This design comes from an exercise in tuning for small area, a short achievable clock period and few clock cycles per item on the open sky130 flow, not from production work. The RTL was checked by simulation tests, not by an equivalence proof against the original design. No activity file was given, so power comes from the tool's default toggle rates.

==> flow/design.v (excerpt) <==
module cmp_coder (
    input  wire        clk,
    input  wire        rst,           
    input  wire        blk_start,
    input  wire [1:0]  blk_order,     
    input  wire        blk_reset,     
    output wire        idle,
    input  wire        in_valid,
    output wire        in_ready,
    input  wire [31:0] in_data,
    input  wire        in_last,
    output wire        out_valid,
    input  wire        out_ready,
    output wire [31:0] out_data,
    output wire        blk_done,
    output wire [31:0] blk_crc,
    output wire [15:0] blk_len,
    output wire [23:0] st_x1,
    output wire [23:0] st_x2,
    output wire [23:0] st_x3,
    output wire [23:0] st_a
);
    reg         busy;         
    reg         open;         
    reg         o_p1, o_p2;   
    reg         e_p1, e_p2;   
    reg         e_n1, e_n2;   
    reg  [1:0]  pc;           
    reg         rep;          
    reg         zr;           
    reg         zrr;          
    reg         clean;        
    reg         start_q;      
    reg         init_q;       
    reg         rst_q;        
    reg         idle_r, ready_r, done_r;
    reg         flush;        
    reg  [4:0]  fill;         
    reg         hv;           
    reg         ov;           
    reg         c_v, c_code, c_last, c_long, c_second;
    reg         l1;           
    wire        done  = done_r;
    wire        start = blk_start && idle_r;
    reg         p_v, p_last;
    reg  [5:0]  p_tot;
    reg         hold, adv;
    assign idle     = idle_r;
    assign in_ready = ready_r;
    wire   take     = in_valid && ready_r;
    wire        busy_n = start || (busy && !done);
    wire        open_n = start || (open && !(take && in_last));
    wire [1:0]  pc_d   = (pc != 2'd0 && adv) ? pc - 2'd1 : pc;
    wire        skip   = clean || (!blk_reset && blk_order == {o_p2, o_p1});
    wire [1:0]  pc_n   = rst_q ? 2'd3 : start ? (skip ? 2'd0 : 2'd3) : pc_d;
    wire        zr_n   = rst_q || (start ? blk_reset : zr);
    wire        zrr_n  = (pc_n != 2'd0) && zr_n;
    wire [1:0]  ord_n  = start ? blk_order : {o_p2, o_p1};
    always @(posedge clk) begin
        rst_q   <= rst;
  ...
clock: 15.0 ns
lec_check: 0
cap_margin: 20
core_margin: 2
core_utilization: 60
place_density: 0.75
slew_margin: 20
standard.sh (not shown) runs the stock make flow with config.mk's settings and CLKGATE_MAP_FILE= SYNTH_SCRIPT=/design/flow/synth_recipe.tcl, a recipe that flattens the netlist after the stock synthesis.
==> flow/flow/run.sh <==
#!/bin/bash
set -euo pipefail
cd "$(dirname "$0")/.."
bash standard.sh SETUP_SLACK_MARGIN=10.8 finish > flow_make.log 2>&1
The starting point finished clean.
Testbench counts at the start, summed over its fixed seeds: cycles 30,562, items 29,834.
==> next run, changes <==
--- a/flow/design.v
+++ b/flow/design.v
@@ -245,28 +245,34 @@
         if (rst_q) s1_v <= 1'b0;
         else if (adv) s1_v <= go;
         if (adv) begin
             s1_code <= !in_d[6];
             s1_last <= in_l;
             s1_z    <= z;
             s1_sat  <= (z[27:20] != 8'd0);
         end
         if (start_q) crc <= 32'd0;
         else if ((go && !crc_done) || (adv && f1)) crc <= ~crc_next;
         if (rst_q) crc_done <= 1'b0;
         else if (adv) crc_done <= f1;
-        if (step) begin
+        if (rst_q) begin
+            x1 <= 24'd0;
+            x2 <= 24'd0;
+            x3 <= 24'd0;
+        end else if (step) begin
             x1 <= zrr ? 24'd0 : a;
             x2 <= x1;
             x3 <= x2;
+        end
+        if (step) begin
             pp <= p_next;
             nq <= n_next;
         end
     end
     reg  [23:0] acc;              
     reg  [4:0]  k;                
     wire [23:0] acc_next;
     cc_add3 #(24) u_aadd (.x(acc), .y({4'd0, s1_z[19:0] | {20{s1_sat}}}), .z({4'hF, ~acc[23:4]}),
                           .s(acc_next));
     reg  [4:0]  k_next;
     integer i;
     always @(*) begin
What happened: The new run finished with timing, DRC and antenna clean; sequential power came out lower by 21%; total power falls by 39%; worst setup slack is worse by 0.13 ns; core utilization goes up by 0.81 points; cell count increases by 4.3%; area after synthesis is about the same; clock skew is higher by 0.0042 ns; wire length is higher by 4.4%; global-route usage grows by 1.1 points; die area barely changes.
Testbench counts after the change, summed over its fixed seeds: cycles 30,562, items 29,834.

---

== red ==
Another version of the RTL of cmp_coder (not shown whole).
Size: roughly 3200 cells after synthesis, roughly 31000 sq um of cells after synthesis.
Settings: LEC_CHECK=0, CAP_MARGIN=20, CORE_MARGIN=2, CORE_UTILIZATION=60, PLACE_DENSITY=0.75, SLEW_MARGIN=20, SYNTH_HIERARCHICAL=1; clock period 15.0 ns.
Scripts as last shown in full above: flow/flow/run.sh
red: all stages complete, timing, DRC and antenna checks passed
Testbench counts of red, summed over its fixed seeds: cycles 30,562, items 29,834.
--- input diff red..blue ---
--- a/flow/design.v
+++ b/flow/design.v
@@ -86,13 +86,14 @@
         e_n1 <= ord_n[1] && !zrr_n;
         e_n2 <= ord_n[1] && ord_n[0] && !zrr_n;
     end
     reg         in_v, in_l, in_f;
     reg  [31:0] in_d;
     reg  [23:0] x1, x2, x3;       
-    reg  [26:0] pp, nq;           
+    reg  [26:0] pp;               
+    reg  [25:0] nq;               
     wire        step;
     wire [23:0] x3_n = step ? x2 : x3;
     wire        f1   = in_v && in_f && !rep;       
     wire        in_ld = adv && !f1;
     wire        p_hi = !pp[26] && (pp[25:23] != 3'd0);
     wire        p_lo =  pp[26] && ((pp[25:23] != 3'h7) || (pp[22:0] == 23'd0));
@@ -119,18 +120,19 @@
     reg         crc_done;         
     wire        go   = adv && !rep && in_v && !in_f;    
     assign      step = go || (adv && rep);
     wire [23:0] a   = in_d[31:8];
     wire [26:0] sa  = {{3{a[23]}}, a};
     wire [26:0] sx1 = {{3{x1[23]}}, x1};
-    wire [26:0] p_next, n_next;
+    wire [26:0] p_next;
+    wire [25:0] n_next;
     cc_add3 #(27) u_padd (
-        .x(e_p1 ? sa : 27'd0), .y(e_p2 ? {sa[25:0], 1'b0} : 27'd0), .z(~nq),
+        .x(e_p1 ? sa : 27'd0), .y(e_p2 ? {sa[25:0], 1'b0} : 27'd0), .z(~{nq[25], nq}),
         .s(p_next));
-    cc_add3 #(27) u_nadd (
-        .x(e_n1 ? sa : 27'd0), .y(e_n2 ? {sa[25:0], 1'b0} : 27'd0), .z(e_n2 ? ~sx1 : ~27'd0),
+    cc_add3 #(26) u_nadd (
+        .x(e_n1 ? sa[25:0] : 26'd0), .y(e_n2 ? {sa[24:0], 1'b0} : 26'd0), .z(e_n2 ? ~sx1[25:0] : ~26'd0),
         .s(n_next));
     wire [27:0] res = {{4{in_d[31]}}, in_d[31:8]} - {pp[26], pp};
     wire [27:0] z = {res[26:0], 1'b0} ^ {28{res[27]}};    
     wire [31:0] crc_next;
     wire [31:0] t = ~crc ^ in_d;
     wire cs32 = t[6] ^ t[15];
@@ -249,16 +251,22 @@
             s1_sat  <= (z[27:20] != 8'd0);
         end
         if (start_q) crc <= 32'd0;
         else if ((go && !crc_done) || (adv && f1)) crc <= ~crc_next;
         if (rst_q) crc_done <= 1'b0;
         else if (adv) crc_done <= f1;
-        if (step) begin
+        if (rst_q) begin
+            x1 <= 24'd0;
+            x2 <= 24'd0;
+            x3 <= 24'd0;
+        end else if (step) begin
             x1 <= zrr ? 24'd0 : a;
             x2 <= x1;
             x3 <= x2;
+        end
+        if (step) begin
             pp <= p_next;
             nq <= n_next;
         end
     end
     reg  [23:0] acc;              
     reg  [4:0]  k;                
@@ -275,30 +283,27 @@
     wire [27:0] zq     = s1_z >> k;
     wire [4:0]  q      = zq[4:0];
     wire        esc    = (zq[27:5] != 23'd0) || (q[4] && q[3]);
     wire [5:0]  qk1    = {1'b0, q} + {1'b0, k} + 6'd1;
     wire        long_c = esc || qk1[5];
     wire [5:0]  plen1  = esc ? 6'd24 : long_c ? {1'b0, q} : qk1;
-    wire [4:0]  plen2  = esc ? 5'd28 : k + 5'd1;
     reg  [27:0] c_z;
     reg  [4:0]  c_k;
     reg         c_esc;
     reg  [5:0]  c_plen1;
-    reg  [4:0]  c_plen2;
     always @(posedge clk) begin
         if (rst_q) c_v <= 1'b0;
         else if (adv) c_v <= s1_v;
         if (adv) begin
             c_code  <= s1_code;
             c_last  <= s1_last;
             c_z     <= s1_z;
             c_k     <= k;
             c_esc   <= esc;
             c_long  <= long_c;
             c_plen1 <= plen1;
-            c_plen2 <= plen2;
         end
         if (init_q) begin
             acc <= 24'd128;
             k   <= 5'd3;
         end else if (adv && s1_v && s1_code) begin
             acc <= acc_next;
@@ -309,13 +314,13 @@
     reg  [5:0]  oe, plen;
     always @(*) begin
         if (c_second) begin
             fm   = c_esc ? 5'd28 : c_k;
             os   = 5'd0;
             oe   = 6'd0;
-            plen = {1'b0, c_plen2};
+            plen = c_esc ? 6'd28 : {1'b0, c_k} + 6'd1;
         end else if (c_long) begin
             fm   = 5'd0;
             os   = 5'd0;
             oe   = c_plen1;
             plen = c_plen1;
         end else begin
@@ -329,17 +334,17 @@
     integer b;
     always @(*) begin
         for (b = 0; b < 32; b = b + 1)
             piece[b] = (b < 28 && b < fm && c_z[b % 28]) || (b >= os && b < oe);
     end
     wire [5:0]  tot = {1'b0, fill} + plen;
-    reg  [31:0] p_piece;
+    reg  [30:0] p_piece;          
     reg  [31:0] word;             
     reg  [31:0] hd;               
     reg  [12:0] len;              
-    wire [95:0] sh     = {p_piece, 64'd0} >> p_tot;
+    wire [95:0] sh     = {1'b0, p_piece, 64'd0} >> p_tot;
     wire [31:0] w_ins  = word | sh[63:32];
     wire [31:0] w_rest = sh[31:0];
     wire        ins   = p_v && !hold;
     wire        lpush = ins && p_last && !p_tot[5];
     wire        fpush = flush && !hold && (fill != 5'd0);
     wire        push  = (ins && (p_tot[5] || p_last)) || fpush;
@@ -363,13 +368,13 @@
             p_last <= 1'b0;
         end else if (!hold) begin
             p_v    <= c_v && c_code;
             p_last <= plast_n;
         end
         if (!hold) begin
-            p_piece <= piece;
+            p_piece <= piece[30:0];
             p_tot   <= tot;
         end
         if (rst_q) word <= 32'd0;
         else if (ins) word <= p_tot[5] ? w_rest : p_last ? 32'd0 : w_ins;
         else if (fpush) word <= 32'd0;
         if (rst_q) begin
## What came out
- Between blue and red, the difference in die outline area is negligible.
- Width of the die: blue vs red — no meaningful difference
- Relative to red, the final core area utilization of blue is lower by 0.87 points.
- simple AND/OR/NAND/NOR gates as the main combinational cell family by area after synthesis was reported by red, and compound AO/OA/AOI/OAI gates by blue.
- | global-route usage | higher: blue |
- Between blue and red, it is blue whose routability-driven placement congestion ratio is higher, by 0.58%.
- Taking red as the reference, in blue non-clock buffer count saw a decrease; final cell count has increased; worst path setup slack after routing increased 0.11 ns; final critical-path share of the clock period decreased 0.70 points; share of final layout cell area taken by clock buffers and inverters held.
- Diff red -> blue: final period demand of the worst path now smaller; number of buffers added for setup after CTS went down; sequential share of layout area dropped 1.3 points; count of state elements after synthesis fell about 1.5%.
Testbench counts of blue, summed over its fixed seeds: cycles 30,562, items 29,834.

[what the ideal ports hide]
In the flow no input, the clock included, has a driving cell. The finished layouts below were timed again as built, in two steps.
Step 1 sets driving cells, clkbuf_16 on the clock port and buf_2 on the other inputs (assumed; they add their load-dependent delay and slew).
Step 2, shift: input delay + t, output delay - t, t = (earliest + latest rising clock arrival at the registers) / 2. This alone moves slack from input paths to output paths.
Slacks: no drivers / after step 1 / after step 2; pairs: no drivers / after step 1.
| run | t, ns | setup WS [ns] | hold WS [ns] | worst setup path after step 2 | pins driven straight from the clock port |
|---|---|---|---|---|---|
| the first run of note 1 | 0.651 | 10.747 / 10.690 / 10.272 | 0.452 / 0.452 / 0.452 | input to register | 1 |
| the second run of note 1 | 0.655 | 10.619 / 10.619 / 10.180 | 0.426 / 0.426 / 0.426 | input to register | 1 |
| red | 0.655 | 10.721 / 10.663 / 10.306 | 0.427 / 0.427 / 0.427 | input to register | 1 |
| blue | 0.659 | 10.826 / 10.765 / 10.291 | 0.433 / 0.433 / 0.433 | input to register | 1 |
After both steps every run listed still meets setup and hold. The setup slack of blue, which loses most, moves by -0.061 ns with the drivers and by -0.535 ns with both steps.
